This is an optimization exercise on Yosys and OpenROAD, whose aim is small area and a short achievable clock period, not a production implementation.
The RTL was checked by simulation tests, not by an equivalence proof against the original design.

File: design/flow/design.v
module pea_mac (
    input  wire        clk,
    input  wire        rst,         
    input  wire [3:0]  mac_op,      
    input  wire [1:0]  mac_route,   
    input  wire [2:0]  mac_base,    
    input  wire [23:0] x0,
    input  wire [23:0] x1,
    input  wire [23:0] y0,
    input  wire [23:0] y1,
    input  wire [1:0]  acc_op,      
    input  wire [2:0]  acc_sel,     
    input  wire [2:0]  rnd_shift,   
    input  wire        rmode,       
    input  wire [23:0] d_hi,        
    input  wire [23:0] d_lo,        
    input  wire        clr_aov,     
    input  wire        clr_sat,     
    output reg  [23:0] rd_word,     
    output reg         rd_sat,      
    output reg  [55:0] rd_acc,      
    output reg         aov,         
    output reg         sat          
);
    localparam OP_NONE = 2'd0, OP_SET = 2'd1, OP_ADD = 2'd2, OP_SUB = 2'd3;
    reg [1:0] op_kind;
    reg       is_q1;
    reg       is_dw;
    always @(*) begin
        op_kind = OP_NONE;
        is_q1   = 1'b0;
        is_dw   = 1'b0;
        case (mac_op)
            4'h1: op_kind = OP_SET;
            4'h2: op_kind = OP_ADD;
            4'h3: op_kind = OP_SUB;
            4'h4: begin op_kind = OP_SET; is_q1 = 1'b1; end
            4'h5: begin op_kind = OP_ADD; is_q1 = 1'b1; end
            4'h6: begin op_kind = OP_SUB; is_q1 = 1'b1; end
            4'h8: begin op_kind = OP_SET; is_dw = 1'b1; end
            4'h9: begin op_kind = OP_ADD; is_dw = 1'b1; end
            4'hA: begin op_kind = OP_SUB; is_dw = 1'b1; end
            default: op_kind = OP_NONE;
        endcase
        if (is_dw && mac_route[1])
            op_kind = OP_NONE;
    end
    wire signed [24:0] x0_s = {x0[23], x0};
    wire signed [24:0] x1_s = {is_dw ? 1'b0 : x1[23], x1};
    wire signed [24:0] y0_s = {y0[23], y0};
    wire signed [24:0] y1_s = {y1[23], y1};
    wire signed [49:0] p00 = x0_s * y0_s;
    wire signed [49:0] p01 = x0_s * y1_s;
    wire signed [49:0] p10 = x1_s * y0_s;
    wire signed [49:0] p11 = x1_s * y1_s;
    wire signed [55:0] e00 = {{6{p00[49]}}, p00};
    wire signed [55:0] e01 = {{6{p01[49]}}, p01};
    wire signed [55:0] e10 = {{6{p10[49]}}, p10};
    wire signed [55:0] e11 = {{6{p11[49]}}, p11};
    wire signed [55:0] s00 = is_q1 ? (e00 <<< 2) : (e00 <<< 1);
    wire signed [55:0] s01 = is_q1 ? (e01 <<< 2) : (e01 <<< 1);
    wire signed [55:0] s10 = is_q1 ? (e10 <<< 2) : (e10 <<< 1);
    wire signed [55:0] s11 = is_q1 ? (e11 <<< 2) : (e11 <<< 1);
    wire signed [55:0] dw0 = (e00 <<< 1) + (e10 >>> 23);
    wire signed [55:0] dw1 = (e01 <<< 1) + (e11 >>> 23);
    wire [2:0] acc_a00 = {mac_base[2],  mac_base[1:0]};
    wire [2:0] acc_a10 = {mac_base[2],  mac_base[1:0] + 2'd1};
    wire [2:0] acc_a01 = {!mac_base[2], mac_base[1:0]};
    wire [2:0] acc_a11 = {!mac_base[2], mac_base[1:0] + 2'd1};
    reg        c_en  [0:3];
    reg [2:0]  c_idx [0:3];
    reg [55:0] c_val [0:3];
    integer k;
    always @(*) begin
        for (k = 0; k < 4; k = k + 1) begin
            c_en[k]  = 1'b0;
            c_val[k] = 56'd0;
        end
        c_idx[0] = acc_a00;
        c_idx[1] = acc_a10;
        c_idx[2] = acc_a01;
        c_idx[3] = acc_a11;
        if (op_kind != OP_NONE) begin
            if (is_dw) begin
                c_en[0]  = 1'b1;
                c_val[0] = dw0;
                if (mac_route == 2'd1) begin
                    c_en[1]  = 1'b1;
                    c_val[1] = dw1;
                end
            end else begin
                case (mac_route)
                    2'd0: begin  
                        c_en[0] = 1'b1; c_val[0] = s00;
                        c_en[1] = 1'b1; c_val[1] = s01;
                        c_en[2] = 1'b1; c_val[2] = s10;
                        c_en[3] = 1'b1; c_val[3] = s11;
                    end
                    2'd1: begin  
                        c_en[0] = 1'b1; c_val[0] = s00;
                        c_en[2] = 1'b1; c_val[2] = s11;
                    end
                    2'd2: begin  
                        c_en[0] = 1'b1; c_val[0] = s00 + s11;
                        c_en[2] = 1'b1; c_val[2] = s01 + s10;
                    end
                    default: begin  
                        c_en[0] = 1'b1; c_val[0] = s00 - s11;
                        c_en[2] = 1'b1; c_val[2] = s01 + s10;
                    end
                endcase
            end
        end
    end
    reg [1:0]  m_kind;
    reg        m_en  [0:3];
    reg [2:0]  m_idx [0:3];
    reg [55:0] m_val [0:3];
    always @(posedge clk) begin
        if (rst) begin
            m_kind <= OP_NONE;
            for (k = 0; k < 4; k = k + 1) begin
                m_en[k]  <= 1'b0;
                m_idx[k] <= 3'd0;
                m_val[k] <= 56'd0;
            end
        end else begin
            m_kind <= op_kind;
            for (k = 0; k < 4; k = k + 1) begin
                m_en[k]  <= c_en[k];
                m_idx[k] <= c_idx[k];
                m_val[k] <= c_val[k];
            end
        end
    end
    reg [55:0] acc [0:7];
    reg [55:0] mac_new [0:7];
    reg        mac_wr  [0:7];
    reg        mac_ovf [0:7];
    reg [55:0] contrib;
    reg        hit;
    reg [56:0] sum;
    integer n, j;
    always @(*) begin
        for (n = 0; n < 8; n = n + 1) begin
            hit     = 1'b0;
            contrib = 56'd0;
            for (j = 0; j < 4; j = j + 1) begin
                if (m_en[j] && m_idx[j] == n[2:0]) begin
                    hit     = 1'b1;
                    contrib = m_val[j];
                end
            end
            case (m_kind)
                OP_ADD:  sum = {acc[n][55], acc[n]} + {contrib[55], contrib};
                OP_SUB:  sum = {acc[n][55], acc[n]} - {contrib[55], contrib};
                default: sum = {contrib[55], contrib};
            endcase
            mac_wr[n]  = hit;
            mac_new[n] = sum[55:0];
            mac_ovf[n] = hit && (sum[56] != sum[55]);
        end
    end
    wire mvpa_or_clr = (acc_op == 2'd1) || (acc_op == 2'd2);
    wire [55:0] mvpa_val = {{8{d_hi[23]}}, d_hi, d_lo};
    always @(posedge clk) begin
        if (rst) begin
            for (n = 0; n < 8; n = n + 1)
                acc[n] <= 56'd0;
        end else begin
            for (n = 0; n < 8; n = n + 1) begin
                if (mvpa_or_clr && acc_sel == n[2:0])
                    acc[n] <= (acc_op == 2'd1) ? 56'd0 : mvpa_val;
                else if (mac_wr[n])
                    acc[n] <= mac_new[n];
            end
        end
    end
    reg any_ovf;
    always @(*) begin
        any_ovf = 1'b0;
        for (n = 0; n < 8; n = n + 1)
            any_ovf = any_ovf | mac_ovf[n];
    end
    wire [55:0] rsrc = acc[acc_sel];
    wire [62:0] rsh  = {{7{rsrc[55]}}, rsrc} << rnd_shift;
    wire lost = !((&rsh[62:55]) || !(|rsh[62:55]));
    wire [31:0] q    = rsh[55:24];
    wire [23:0] rem  = rsh[23:0];
    wire        rinc = !rmode && ((rem > 24'h80_0000) || (rem == 24'h80_0000 && q[0]));
    wire [32:0] qr   = {q[31], q} + {32'd0, rinc};
    reg [23:0] rnd_val;
    reg        rnd_sat;
    always @(*) begin
        if (lost) begin
            rnd_val = rsrc[55] ? 24'h80_0000 : 24'h7F_FFFF;
            rnd_sat = 1'b1;
        end else if (!qr[32] && (|qr[31:23])) begin
            rnd_val = 24'h7F_FFFF;
            rnd_sat = 1'b1;
        end else if (qr[32] && !(&qr[31:23])) begin
            rnd_val = 24'h80_0000;
            rnd_sat = 1'b1;
        end else begin
            rnd_val = qr[23:0];
            rnd_sat = 1'b0;
        end
    end
    wire do_rnd = (acc_op == 2'd3);
    always @(posedge clk) begin
        if (rst) begin
            rd_word <= 24'd0;
            rd_sat  <= 1'b0;
            rd_acc  <= 56'd0;
            aov     <= 1'b0;
            sat     <= 1'b0;
        end else begin
            if (do_rnd) begin
                rd_word <= rnd_val;
                rd_sat  <= rnd_sat;
                rd_acc  <= rsrc;
            end
            if (any_ovf)
                aov <= 1'b1;
            else if (clr_aov)
                aov <= 1'b0;
            if (do_rnd && rnd_sat)
                sat <= 1'b1;
            else if (clr_sat)
                sat <= 1'b0;
        end
    end
endmodule
File: design/flow/constraint.sdc
create_clock -name core_clock -period 16.0 [get_ports {clk}]
set_input_delay 3.2000 -clock core_clock [delete_from_list [all_inputs] [get_ports {clk}]]
set_output_delay 3.2000 -clock core_clock [all_outputs]
set_load 0.01 [all_outputs]
File: design/flow/config.mk
export PLATFORM = sky130hd
export DESIGN_NAME = pea_mac
export DESIGN_NICKNAME = pea_mac
export VERILOG_FILES = /design/flow/design.v
export SDC_FILE = /design/flow/constraint.sdc
export NUM_CORES = 4
export LEC_CHECK = 0
export CAP_MARGIN = 20
export CORE_MARGIN = 2
export CORE_UTILIZATION = 40
export SLEW_MARGIN = 20
File: design/flow/run.sh
#!/bin/bash
# synth_recipe.tcl (not shown) runs the flow's synth.tcl, then flattens the netlist and writes it again
# the make line also repeats each setting of config.mk as NAME=value (left out here)
make -C /OpenROAD-flow-scripts/flow DESIGN_CONFIG=/design/flow/config.mk WORK_HOME=/design/flow/orfs CLKGATE_MAP_FILE= SYNTH_SCRIPT=/design/flow/synth_recipe.tcl finish
==> summary.md <==
| Metric | Value |
|---|---|
| Outcome | `complete, no violations` |
| Slowest CP cell | `xnor2_1` |
| Predominant post-synthesis flop cell | `dfxtp_1` |
| RSZ-0062 raised after global routing | `false` |
| DR vias | `172977` |
| Clk latency of the worst-skew pair | `830 ps` |
| Final Cycle Share | `94.3%` |
| Fill cells | `46074` |
| CP Max Fanout | `16` |
| Nets | `roughly 26000` |
| Critical Path Sink Type | `flop` |
| Drt first pass iters | `10` |
| Most common cell after layout, fill and taps aside | `nand2_1` |
| Levels on crit path | `between 40 and 50` |
| Antenna violations before repair | `51` |
| Yosys reg bits | `746` |
| Final WL | `820 mm` |
| First-pass GRT wire length | `1190 mm` |
| Initial Util | `40.2%` |
| Final instance area | `0.193 mm²` |
| Antenna-violating nets left | `0` |
| CP peak stage delay | `roughly 700 ps` |
| CTS resizes | `0` |
| Initial DRC count | `17979` |
| Unique masters post-synth | `126` |
| Die H | `around 680 µm` |
| Full die area | `0.460 mm²` |
| Drt drc | `0` |
| Hold path cells | `2` |
| # rows | `247` |
| WL per Instance | `between 20 and 30 µm` |
| Synthesis-to-layout area growth | `6.27%` |
| CTS Buffer Depth | `3` |
| I/O pin count | `about 250` |
| Number of synthesized flops with an enable pin | `0` |
| Number of failing hold endpoints at the final stage | `0` |
| Met2 Use GR | `56.0%` |
| CTS tree | `yes` |
| Htree depth | `3` |
| Max_cap viols | `0` |
| Top Usage Layer GRT | `met2` |
| Layout cell share with drive strength beyond 1 | `5.34%` |
| Tightest Pin Transition | `1210 ps` |
| Minimum clock period | `15090 ps` |
| Global route total overflow | `0` |
| Rel. slew slack | `18.2%` |
| Most frequent cells in the layout | `nand2_1, inv_1, fa_1, a21oi_1, nor2_1` |
| Clock transition at the registers of the reported paths | `around 60 ps` |
| Total CTS buffers | `100` |
| CP Data Arrival Time | `15760 ps` |
| Async SR Flop Fraction | `0%` |
| DP HPWL | `658 mm` |
| Core Area | `0.453 mm²` |
| Pin count of the biggest net entering global routing | `between 100 and 150` |
| Part of the Yosys area used for sequential elements | `8.21%` |
| GR Layer Usage met3 | `7.60%` |
| Vias in the first global route | `173391` |
| Yosys top cell area share | `27.3%` |
| Port Buffers | `248` |
| CP Class | `in2reg` |
| Mapped Cells | `23152` |
| Clk_skew | `approximately 73 ps` |
| Reg2reg path depth | `28` |
| Dominant cell type by area after synthesis | `fa_1` |
| Endpoints failing setup | `0` |
| Worst Path Required | `16670 ps` |
| Setup Buffers After CTS | `0` |
| Max-slew violation count | `0` |
| Synthesized area | `0.182 mm²` |
| Min-Delay Path Class | `reg2reg` |
| Buf/Inv on CP | `9` |
| Clock sinks | `between 700 and 800` |
| Fin Setup TNS | `0 ps` |
| CTS Hold Bufs | `0` |
| Area after DPL | `between 0.15 and 0.2 mm²` |
| Post-synthesis area per instance | `7.85 µm²` |
| Crit-path leading delay family | `adder cells` |
| Die Span X | `678 µm` |
| Synth area leaders | `fa_1, ha_1, dfxtp_1` |
| Vias per cell | `6.07` |
| Startpoint Class | `input port` |
| Clk root buf | `clkbuf_16` |
| FMAX | `0.0663 GHz` |
| Placer Congestion | `1.03` |
| Met1 usage | `43.1%` |
| GRT Total Usage | `34.8%` |
| Mapped Nets | `26991` |
| Yosys warns | `11` |
final cells by class:
| type | instances | area [µm²] | area share (%) |
|---|---|---|---|
| multi-input cells | 18065 | 151000 | 78.0 |
| flip-flops and latches | 746 | 14900 | 7.73 |
| inverters | 2672 | 10000 | 5.19 |
| well taps | 5976 | 7480 | 3.87 |
| repair buffers | 813 | 6380 | 3.30 |
| clock buffers | 134 | 2820 | 1.46 |
| clock inverters | 52 | 805 | 0.416 |
| diodes | 33 | 82.6 | 0.0427 |
worst reg2reg max path, delay by kind of cell (launching register included):
| family | cells | cell delay, ps |
|---|---|---|
| AOI/OAI and AO/OA | 18 | 5770 |
| and+or+nand+nor | 4 | 2530 |
| buffers and inverters | 3 | 1280 |
| DFF | 1 | 370 |
| xor gates and xnor gates | 2 | 330 |
| adders and majority gates | 1 | 230 |
logic make-up (layout without fill, tap and decap cells):
kind of cell	Yosys count	in the layout	synth area share [%]
other	0	33	0
AOI/OAI and AO/OA	5685	5685	20.5
DFF	746	746	8.21
muxes	302	302	1.99
adders and majority gates	3675	3675	35.5
buffers and inverters	4341	3671	9.20
xor gates and xnor gates	1251	1251	6.03
and+or+nand+nor	7152	7152	18.5
metal layers:
metal | part of all wire, % | wire length [µm]
met5 | 0.044 | 364
met4 | 7.0 | 57100
met3 | 9.3 | 75900
met2 | 45 | 367000
met1 | 39 | 319000
worst paths after layout:
path | from | endpoint | slack, ps
setup / recovery | mac_op[1] | m_val[1][48] | 910
hold / removal | sat | sat | 460
setup reg to reg | m_idx[3][1] | aov | 5410
hold reg to reg | sat | sat | 460
synth_stat cells, drive strengths merged, types with 87 or more instances:
| master | number |
|---|---|
| a211oi | 390 |
| a21o | 443 |
| a21oi | 1726 |
| a221o | 93 |
| a221oi | 304 |
| a31oi | 174 |
| and2 | 978 |
| and3 | 140 |
| buf | 332 |
| clkbuf | 1337 |
| dfxtp | 746 |
| fa | 2476 |
| ha | 1197 |
| inv | 2669 |
| mux2i | 205 |
| nand2 | 2853 |
| nand2b | 227 |
| nand3 | 324 |
| nand4 | 112 |
| nor2 | 1525 |
| nor2b | 191 |
| nor3 | 347 |
| o211ai | 519 |
| o21a | 140 |
| o21ai | 922 |
| o21bai | 132 |
| o221ai | 87 |
| o22ai | 109 |
| xnor2 | 808 |
| xor2 | 443 |
registers in the layout (all words and copies together), names as in the netlist, 2 cells and up:
name     flops
rd_acc      56
m_en         4
m_idx        6
m_kind       2
acc        448
m_val      203
rd_word     24
metrics by stage:
| stage | worst slack, ps | util (%) | hold WS (ps) | std cells |
|---|---|---|---|---|
| 6_report | 913 | 42.7 | 463 | 28491 |
| 5_1_grt | 316 | 42.7 | 493 | 28477 |
| 4_1_cts | 1050 | 42.6 | 471 | 28451 |
| 3_5_place_dp | 284 | 41.8 | 456 | 28265 |
| 3_3_place_gp | 129 | 41.8 | 451 | 28262 |
| 2_1_floorplan | 2370 | - | 472 | 23152 |

[afterwards: timing with drivers on the ports]
Ports are ideal in the flow. The routed layout listed here was re-timed in OpenROAD. Step 1 sets driving cells, clkbuf_16 on the clock port and buf_2 on the other inputs (assumed; they add their load-dependent delay and slew). Step 2 adds t to the input delays and takes it off the output delays; t is the mean of the earliest and latest rising clock arrival at the registers after step 1. Input paths then give back, and output paths get back, about the clock's delay inside the block. Three values: ideal, step 1, step 2; two values: the first two.
t, ns: 0.893
setup WS [ns]: 0.913 / 0.991 / 0.098
hold slack, ns: 0.463 / 0.463 / 0.463
worst data-port slew with drivers (ns): 0.36
After both steps setup and hold are still met in this run. The setup slack of this run moves by +0.078 ns with the drivers and by -0.815 ns with both steps.
